Source: an optimization exercise on an open RTL-to-GDS flow (aim: small area). Production flows keep margins and buffers that such runs may drop.
Function was checked by simulation only, so behaviour that the tests miss may differ from the original.
No driver is modelled on the clock port, so clocking that relies on it looks cheaper here than on a real chip.
Power figures rest on the tool's default switching activity, not on a simulated workload.

==> flow/design.v <==
module pwm_timer (
    input  wire        clk,
    input  wire        rst,           
    input  wire [17:0] cfg_per,       
    input  wire        cfg_edge,      
    input  wire        cfg_dbl,       
    input  wire [10:0] cfg_dt_rise,   
    input  wire [10:0] cfg_dt_fall,   
    input  wire        run,           
    input  wire        wr_en,         
    input  wire [2:0]  wr_sel,        
    input  wire [17:0] wr_data,
    input  wire        commit,        
    input  wire [1:0]  ovr,           
    output wire [2:0]  gh,            
    output wire [2:0]  gl,            
    output wire        bnd,           
    output wire        commit_pend,   
    output wire        f_miss,        
    output wire        f_safe         
);
    genvar gi, gb;
    reg  [17:0] r;
    reg         down;
    reg         pk;
    reg         vly;
    wire        idle = pk & ~down;
    wire        s_e  = cfg_edge;
    wire        s_c  = ~cfg_edge & ~down;
    wire [18:0] t;
    wire [17:0] nxn;             
    wire [17:0] eq;              
    wire [17:0] r_d;
    wire        term;
    wire        clr;
    assign t[0] = 1'b1;
    generate
        for (gi = 0; gi < 18; gi = gi + 1) begin : g_ctr
            wire y, lim;
            if (gi % 2 == 0) begin : g_even
                g_xor2  u_y  (.a(r[gi]), .b(down), .y(y));
                g_nand2 u_t  (.a(t[gi]), .b(y), .y(t[gi+1]));
                g_xnor2 u_nx (.a(r[gi]), .b(t[gi]), .y(nxn[gi]));
            end else begin : g_odd
                g_xnor2 u_y  (.a(r[gi]), .b(down), .y(y));
                g_nor2  u_t  (.a(t[gi]), .b(y), .y(t[gi+1]));
                g_xor2  u_nx (.a(r[gi]), .b(t[gi]), .y(nxn[gi]));
            end
            if (gi < 17) begin : g_lim
                g_a22o  u_l (.a1(s_e), .a2(cfg_per[gi]), .b1(s_c), .b2(cfg_per[gi+1]), .y(lim));
            end else begin : g_lim17
                g_and2  u_l (.a(s_e), .b(cfg_per[gi]), .y(lim));
            end
            g_xor2  u_eq (.a(nxn[gi]), .b(lim), .y(eq[gi]));
            g_nor2  u_d  (.a(clr), .b(nxn[gi]), .y(r_d[gi]));
        end
    endgenerate
    assign term = &eq;
    assign clr  = rst | ~run | (cfg_edge & term);
    assign bnd = run & (vly | (pk & down & cfg_dbl));
    always @(posedge clk) begin
        r    <= r_d;
        down <= ~rst & run & (down ^ (~cfg_edge & term));
        pk   <= rst | ~run | (~cfg_edge & ~down & term);
        vly  <= clr | (down & term);
    end
    reg  [17:0] sh [0:5];
    reg  [17:0] ac [0:5];
    reg         commit_bit;
    reg         z;
    wire        load = bnd & (commit_bit | commit);
    wire [17:0] wd   = wr_data & {18{~rst}};
    assign commit_pend = commit_bit;
    integer i;
    always @(posedge clk) begin
        for (i = 0; i < 6; i = i + 1)
            if (rst || (wr_en && wr_sel == i))
                sh[i] <= wd;
        for (i = 0; i < 6; i = i + 1)
            if (load)
                ac[i] <= sh[i];
        commit_bit <= !rst && !load && (commit || commit_bit);
        z          <= rst || (z && !load);
    end
    wire        cm   = commit_bit | commit;
    wire        dd   = cfg_dbl & down;
    wire        lp   = pk & dd & cm;
    wire        s_a  = ~dd;
    wire        s_ab = dd & ~lp;
    wire        dn   = ~down;
    wire        lv   = load & ~down;     
    wire        nlv  = ~lv;
    wire        zl   = z & ~load;
    wire [2:0]  hit;
    generate
        for (gi = 0; gi < 3; gi = gi + 1) begin : g_cmp
            wire [18:0] c;
            wire [17:0] xn;
            assign c[0] = dn;
            for (gb = 0; gb < 18; gb = gb + 1) begin : g_bit
                g_a222oi u_x (.a1(ac[gi][gb]), .a2(s_a), .b1(ac[gi+3][gb]), .b2(s_ab),
                              .c1(sh[gi+3][gb]), .c2(lp), .y(xn[gb]));
                g_maj3   u_c (.a(r[gb]), .b(xn[gb]), .c(c[gb]), .y(c[gb+1]));
            end
            wire hx = lv ? ~|sh[gi] : zl;
            g_a21o u_h (.a1(c[18]), .a2(nlv), .b1(hx), .y(hit[gi]));
        end
    endgenerate
    reg  [2:0]  qh_d, ql_d;
    reg  [10:0] nw [0:2];
    wire        o_h = run & (ovr == 2'd3);
    wire        o_l = run & (ovr == 2'd2);
    wire        o_n = run & (ovr == 2'd0);
    wire        qh1 = o_h | (o_n & ~cfg_edge);
    wire        ql1 = o_l | (o_n &  cfg_edge);
    wire        qh0 = o_h | (o_n &  cfg_edge);
    wire        ql0 = o_l | (o_n & ~cfg_edge);
    wire [2:0]  qh, ql;
    wire [2:0]  wz;
    wire [10:0] nw_d [0:2];
    generate
        for (gi = 0; gi < 3; gi = gi + 1) begin : g_dt
            wire nh   = ~qh_d[gi] | ql_d[gi];       
            wire nl   =  qh_d[gi] | ~ql_d[gi];      
            wire nn   =  qh_d[gi] | ql_d[gi];       
            wire chg1 = qh1 ? nh : ql1 ? nl : nn;
            wire chg0 = qh0 ? nh : ql0 ? nl : nn;
            wire s_r, s_f, s_w;
            g_mux2i u_sr (.a(~(qh0 & nh)), .b(~(qh1 & nh)), .s(hit[gi]), .y(s_r));
            g_mux2i u_sf (.a(~(ql0 & nl)), .b(~(ql1 & nl)), .s(hit[gi]), .y(s_f));
            g_mux2i u_sw (.a(chg0 | wz[gi]), .b(chg1 | wz[gi]), .s(hit[gi]), .y(s_w));
            assign qh[gi] = hit[gi] ? qh1 : qh0;
            assign ql[gi] = hit[gi] ? ql1 : ql0;
            wire [11:0] b;
            wire [10:0] dec;
            assign b[1]   = nw[gi][0];
            assign dec[0] = nw[gi][0];
            g_xnor2 u_d1 (.a(nw[gi][1]), .b(b[1]), .y(dec[1]));
            for (gb = 1; gb < 11; gb = gb + 2) begin : g_pair
                g_nand2 u_bn (.a(b[gb]), .b(nw[gi][gb]), .y(b[gb+1]));
                g_and3  u_b  (.a(b[gb]), .b(nw[gi][gb]), .c(nw[gi][gb+1]), .y(b[gb+2]));
                g_xor2  u_d0 (.a(nw[gi][gb+1]), .b(b[gb+1]), .y(dec[gb+1]));
                if (gb + 2 < 11) begin : g_d1
                    g_xnor2 u_d1 (.a(nw[gi][gb+2]), .b(b[gb+2]), .y(dec[gb+2]));
                end
            end
            assign wz[gi] = b[11];
            for (gb = 0; gb < 11; gb = gb + 1) begin : g_ld
                g_a222oi u_w (.a1(cfg_dt_rise[gb]), .a2(s_r), .b1(cfg_dt_fall[gb]), .b2(s_f),
                              .c1(dec[gb]), .c2(s_w), .y(nw_d[gi][gb]));
            end
        end
    endgenerate
    always @(posedge clk) begin
        for (i = 0; i < 3; i = i + 1)
            nw[i] <= nw_d[i];
        qh_d <= qh & {3{~rst}};
        ql_d <= ql & {3{~rst}};
    end
    assign gh = qh_d & wz;
    assign gl = ql_d & wz;
    reg [1:0] miss_cnt;
    reg       missed_once;
    reg       f_safe_r;
    wire       run_start = run && idle;
    wire       missed    = bnd && (ovr == 2'd0) && !(commit_bit || commit);
    wire       updated   = bnd && (ovr == 2'd0) &&  (commit_bit || commit);
    always @(posedge clk) begin
        if (rst || !run) begin
            miss_cnt    <= 2'd0;
            missed_once <= 1'b0;
        end else begin
            missed_once <= missed_once || (miss_cnt != 2'd0);
            if (updated)
                miss_cnt <= 2'd0;
            else if (missed)
                miss_cnt <= {miss_cnt[1] | miss_cnt[0], miss_cnt[1] | ~miss_cnt[0]};
        end
        f_safe_r <= !rst && ((f_safe_r && !run_start) || (missed && miss_cnt == 2'd3));
    end
    assign f_miss = !missed_once && (miss_cnt == 2'd1);
    assign f_safe = f_safe_r;
endmodule
module g_xor2 (input wire a, input wire b, output wire y);
    assign y = a ^ b;
endmodule
module g_xnor2 (input wire a, input wire b, output wire y);
    assign y = ~(a ^ b);
endmodule
module g_nand2 (input wire a, input wire b, output wire y);
    assign y = ~(a & b);
endmodule
module g_nor2 (input wire a, input wire b, output wire y);
    assign y = ~(a | b);
endmodule
module g_and2 (input wire a, input wire b, output wire y);
    assign y = a & b;
endmodule
module g_and3 (input wire a, input wire b, input wire c, output wire y);
    assign y = a & b & c;
endmodule
module g_a22o (input wire a1, input wire a2, input wire b1, input wire b2, output wire y);
    assign y = (a1 & a2) | (b1 & b2);
endmodule
module g_a222oi (input wire a1, input wire a2, input wire b1, input wire b2,
                 input wire c1, input wire c2, output wire y);
    assign y = ~((a1 & a2) | (b1 & b2) | (c1 & c2));
endmodule
module g_mux2i (input wire a, input wire b, input wire s, output wire y);
    assign y = ~(s ? b : a);
endmodule
module g_a21o (input wire a1, input wire a2, input wire b1, output wire y);
    assign y = (a1 & a2) | b1;
endmodule
module g_maj3 (input wire a, input wire b, input wire c, output wire y);
    assign y = (a & b) | (a & c) | (b & c);
endmodule
==> flow/config.mk <==
export PLATFORM = sky130hd
export DESIGN_NAME = pwm_timer
export DESIGN_NICKNAME = pwm_timer
export VERILOG_FILES = /design/flow/design.v
export SDC_FILE = /design/flow/constraint.sdc
export NUM_CORES = 4
export LEC_CHECK = 0
export CAP_MARGIN = 20
export CORE_MARGIN = 2
export CORE_UTILIZATION = 40
export CTS_CLUSTER_DIAMETER = 100
export CTS_CLUSTER_SIZE = 30
export SLEW_MARGIN = 20
export SYNTH_HIERARCHICAL = 1
==> flow/constraint.sdc <==
create_clock -name core_clock -period 10.0 [get_ports {clk}]
set_input_delay 2.0000 -clock core_clock [delete_from_list [all_inputs] [get_ports {clk}]]
set_output_delay 2.0000 -clock core_clock [all_outputs]
set_load 0.01 [all_outputs]
standard.sh (not shown) runs the stock make flow with config.mk's settings and CLKGATE_MAP_FILE= SYNTH_SCRIPT=/design/flow/synth_recipe.tcl, a recipe that flattens the netlist after the stock synthesis.
==> flow/flow/run.sh <==
#!/bin/bash
# Layout: the standard ORFS flow (standard.sh, standard synthesis
# unchanged) with these changes to how the layout is made:
#  - the port buffers are the smallest buffer, sky130_fd_sc_hd__buf_1
#    (every input and output port still gets its own buffer);
#  - after floorplan, flow/downsize.tcl gives each combinational cell its
#    smallest variant;
#  - before CTS, flow/pre_cts.tcl does the same to the buffers placement
#    added and reruns repair_design; CTS's repair_timing sizes up again
#    where timing needs it.
# make's full output goes to flow_make.log here; each ORFS step keeps its
# own log under orfs/logs/.
set -euo pipefail
export BUFFER_PORTS_ARGS="-buffer_cell sky130_fd_sc_hd__buf_1"
export POST_FLOORPLAN_TCL="$(pwd)/flow/downsize.tcl"
export PRE_CTS_TCL="$(pwd)/flow/pre_cts.tcl"
export CTS_ARGS="-sink_clustering_enable -repair_clock_nets -sink_clustering_size 30 -sink_clustering_max_diameter 100 -dont_use_dummy_load -root_buf sky130_fd_sc_hd__clkbuf_8 -tree_buf sky130_fd_sc_hd__clkbuf_8 -sink_clustering_buffer sky130_fd_sc_hd__clkbuf_16"
bash standard.sh > flow_make.log 2>&1
Other scripts of this flow, unchanged in this note and not shown: flow/flow/downsize.tcl, flow/flow/pre_cts.tcl
The starting point finished clean.
Next try:
--- a/flow/design.v
+++ b/flow/design.v
@@ -161,6 +161,7 @@
     assign gl = ql_d & wz;
     reg [1:0] miss_cnt;
     reg       missed_once;
+    reg       f_miss_r;
     reg       f_safe_r;
     wire       run_start = run && idle;
     wire       missed    = bnd && (ovr == 2'd0) && !(commit_bit || commit);
@@ -170,15 +171,16 @@
             miss_cnt    <= 2'd0;
             missed_once <= 1'b0;
         end else begin
-            missed_once <= missed_once || (miss_cnt != 2'd0);
+            missed_once <= missed_once || missed;
             if (updated)
                 miss_cnt <= 2'd0;
             else if (missed)
                 miss_cnt <= {miss_cnt[1] | miss_cnt[0], miss_cnt[1] | ~miss_cnt[0]};
         end
+        f_miss_r <= !rst && missed && !missed_once;
         f_safe_r <= !rst && ((f_safe_r && !run_start) || (missed && miss_cnt == 2'd3));
     end
-    assign f_miss = !missed_once && (miss_cnt == 2'd1);
+    assign f_miss = f_miss_r;
     assign f_safe = f_safe_r;
 endmodule
 module g_xor2 (input wire a, input wire b, output wire y);
=> Power hardly moves; sequential share of layout area decreases by 0.32 points; fmax is about the same; cell area increases by 0.79%; wire length decreases by 0.55%.


## job 103
Starts from the design.v that is shown in full above.
Settings: LEC_CHECK=0, CAP_MARGIN=20, CORE_MARGIN=2, CORE_UTILIZATION=40, SLEW_MARGIN=20, SYNTH_HIERARCHICAL=1; clock period 10.0 ns.
==> flow/flow/run.sh <==
#!/bin/bash
# Layout: the standard ORFS flow (standard.sh; the standard synthesis
# runs unchanged) with these changes to how the layout is made:
#  - the port buffers are the smallest buffer, sky130_fd_sc_hd__buf_1
#    (every input and output port still gets its own buffer, and
#    repair_design still sizes it for its load);
#  - after floorplan, flow/downsize.tcl gives each combinational cell the
#    smallest variant of its function;
#  - before CTS, flow/pre_cts.tcl does the same to the buffers placement
#    added and reruns repair_design; CTS's repair_timing sizes cells up
#    again where timing needs it;
#  - CTS clusters up to 32 flip-flops per clkbuf_16 leaf buffer, uses
#    clkbuf_8 above the leaves and inserts no dummy loads.
# make's full output goes to flow_make.log here; each ORFS step keeps its
# own log under orfs/logs/.
set -euo pipefail
export BUFFER_PORTS_ARGS="-buffer_cell sky130_fd_sc_hd__buf_1"
export POST_FLOORPLAN_TCL="$(pwd)/flow/downsize.tcl"
export PRE_CTS_TCL="$(pwd)/flow/pre_cts.tcl"
export CTS_ARGS="-sink_clustering_enable -repair_clock_nets -sink_clustering_size 32 -sink_clustering_max_diameter 140 -dont_use_dummy_load -root_buf sky130_fd_sc_hd__clkbuf_8 -tree_buf sky130_fd_sc_hd__clkbuf_8 -sink_clustering_buffer sky130_fd_sc_hd__clkbuf_16"
bash standard.sh > flow_make.log 2>&1
Other scripts of this flow, unchanged in this note and not shown: flow/flow/downsize.tcl, flow/flow/pre_cts.tcl
Job 103 completed end to end with timing, DRC and antenna clean.
Changes in job 101 relative to job 103:
--- a/flow/design.v
+++ b/flow/design.v
@@ -25,27 +25,31 @@
     reg         pk;
     reg         vly;
     wire        idle = pk & ~down;
     wire        s_e  = cfg_edge;
     wire        s_c  = ~cfg_edge & ~down;
-    wire [18:0] t;
+    wire [17:0] t;
     wire [17:0] nxn;             
     wire [17:0] eq;              
     wire [17:0] r_d;
     wire        term;
     wire        clr;
-    assign t[0] = 1'b1;
     generate
         for (gi = 0; gi < 18; gi = gi + 1) begin : g_ctr
             wire y, lim;
-            if (gi % 2 == 0) begin : g_even
+            if (gi == 0) begin : g_first
+                g_xnor2 u_t  (.a(r[gi]), .b(down), .y(t[gi+1]));
+                assign nxn[gi] = r[gi];
+            end else if (gi % 2 == 0) begin : g_even
                 g_xor2  u_y  (.a(r[gi]), .b(down), .y(y));
                 g_nand2 u_t  (.a(t[gi]), .b(y), .y(t[gi+1]));
                 g_xnor2 u_nx (.a(r[gi]), .b(t[gi]), .y(nxn[gi]));
-            end else begin : g_odd
+            end else if (gi < 17) begin : g_odd
                 g_xnor2 u_y  (.a(r[gi]), .b(down), .y(y));
                 g_nor2  u_t  (.a(t[gi]), .b(y), .y(t[gi+1]));
+                g_xor2  u_nx (.a(r[gi]), .b(t[gi]), .y(nxn[gi]));
+            end else begin : g_last
                 g_xor2  u_nx (.a(r[gi]), .b(t[gi]), .y(nxn[gi]));
             end
             if (gi < 17) begin : g_lim
                 g_a22o  u_l (.a1(s_e), .a2(cfg_per[gi]), .b1(s_c), .b2(cfg_per[gi+1]), .y(lim));
             end else begin : g_lim17
==> run summary <==
- In the metrics for job 103 and job 101, the one carrying the lower number of design-rule violations left by the first detailed-router iteration is job 101.
- In the metrics for job 103 and job 101, the one carrying the lower cell count after synthesis is job 101.
- There was hardly any difference in cell count between job 101 and job 103.
- A end of the critical path of nw[0][0] is what job 103 shows, while nw[2][2] belongs to job 101.
- The total power was comparable across job 103 and job 101.
- Per-cell routed wire length (job 101 vs. job 103) decreases slightly
- Job 101 vs. job 103: relative slew slack moved down, setup slack rose 0.026 ns.
- The clock latency on the worst-skew pair was comparable across job 103 and job 101.
- Layout-stage area growth over the synthesis result in job 101 vs job 103: up 0.35 points

-- static timing again, ports no longer ideal --
The results above use ideal ports. As a check the final layouts listed here were re-extracted and re-timed, cells and wires unchanged. Step 1: set_driving_cell puts a clkbuf_16 on clk and a buf_2 on each other input, an assumption about the parent block. Step 2 adds t to the input delays and takes it off the output delays; t is the mean of the earliest and latest rising clock arrival at the registers after step 1. Input paths then give back, and output paths get back, about the clock's delay inside the block. a / b / c = ideal ports / drivers / drivers and shift; a / b = the first two.
| run | t (ns) | setup WS [ns] | cell pins on the clock port's net |
|---|---|---|---|
| the first run of note 1 | 0.569 | 0.274 / 0.301 / -0.268 | 1 |
| the second run of note 1 | 0.568 | 0.291 / 0.316 / -0.252 | 1 |
| job 103 | 0.572 | 0.247 / 0.275 / -0.297 | 1 |
| job 101 | 0.558 | 0.273 / 0.297 / -0.262 | 1 |
Met with ideal ports but missed after step 2: setup timing in every run listed. The setup slack of job 103, which loses most, moves by +0.028 ns with the drivers and by -0.544 ns with both steps.
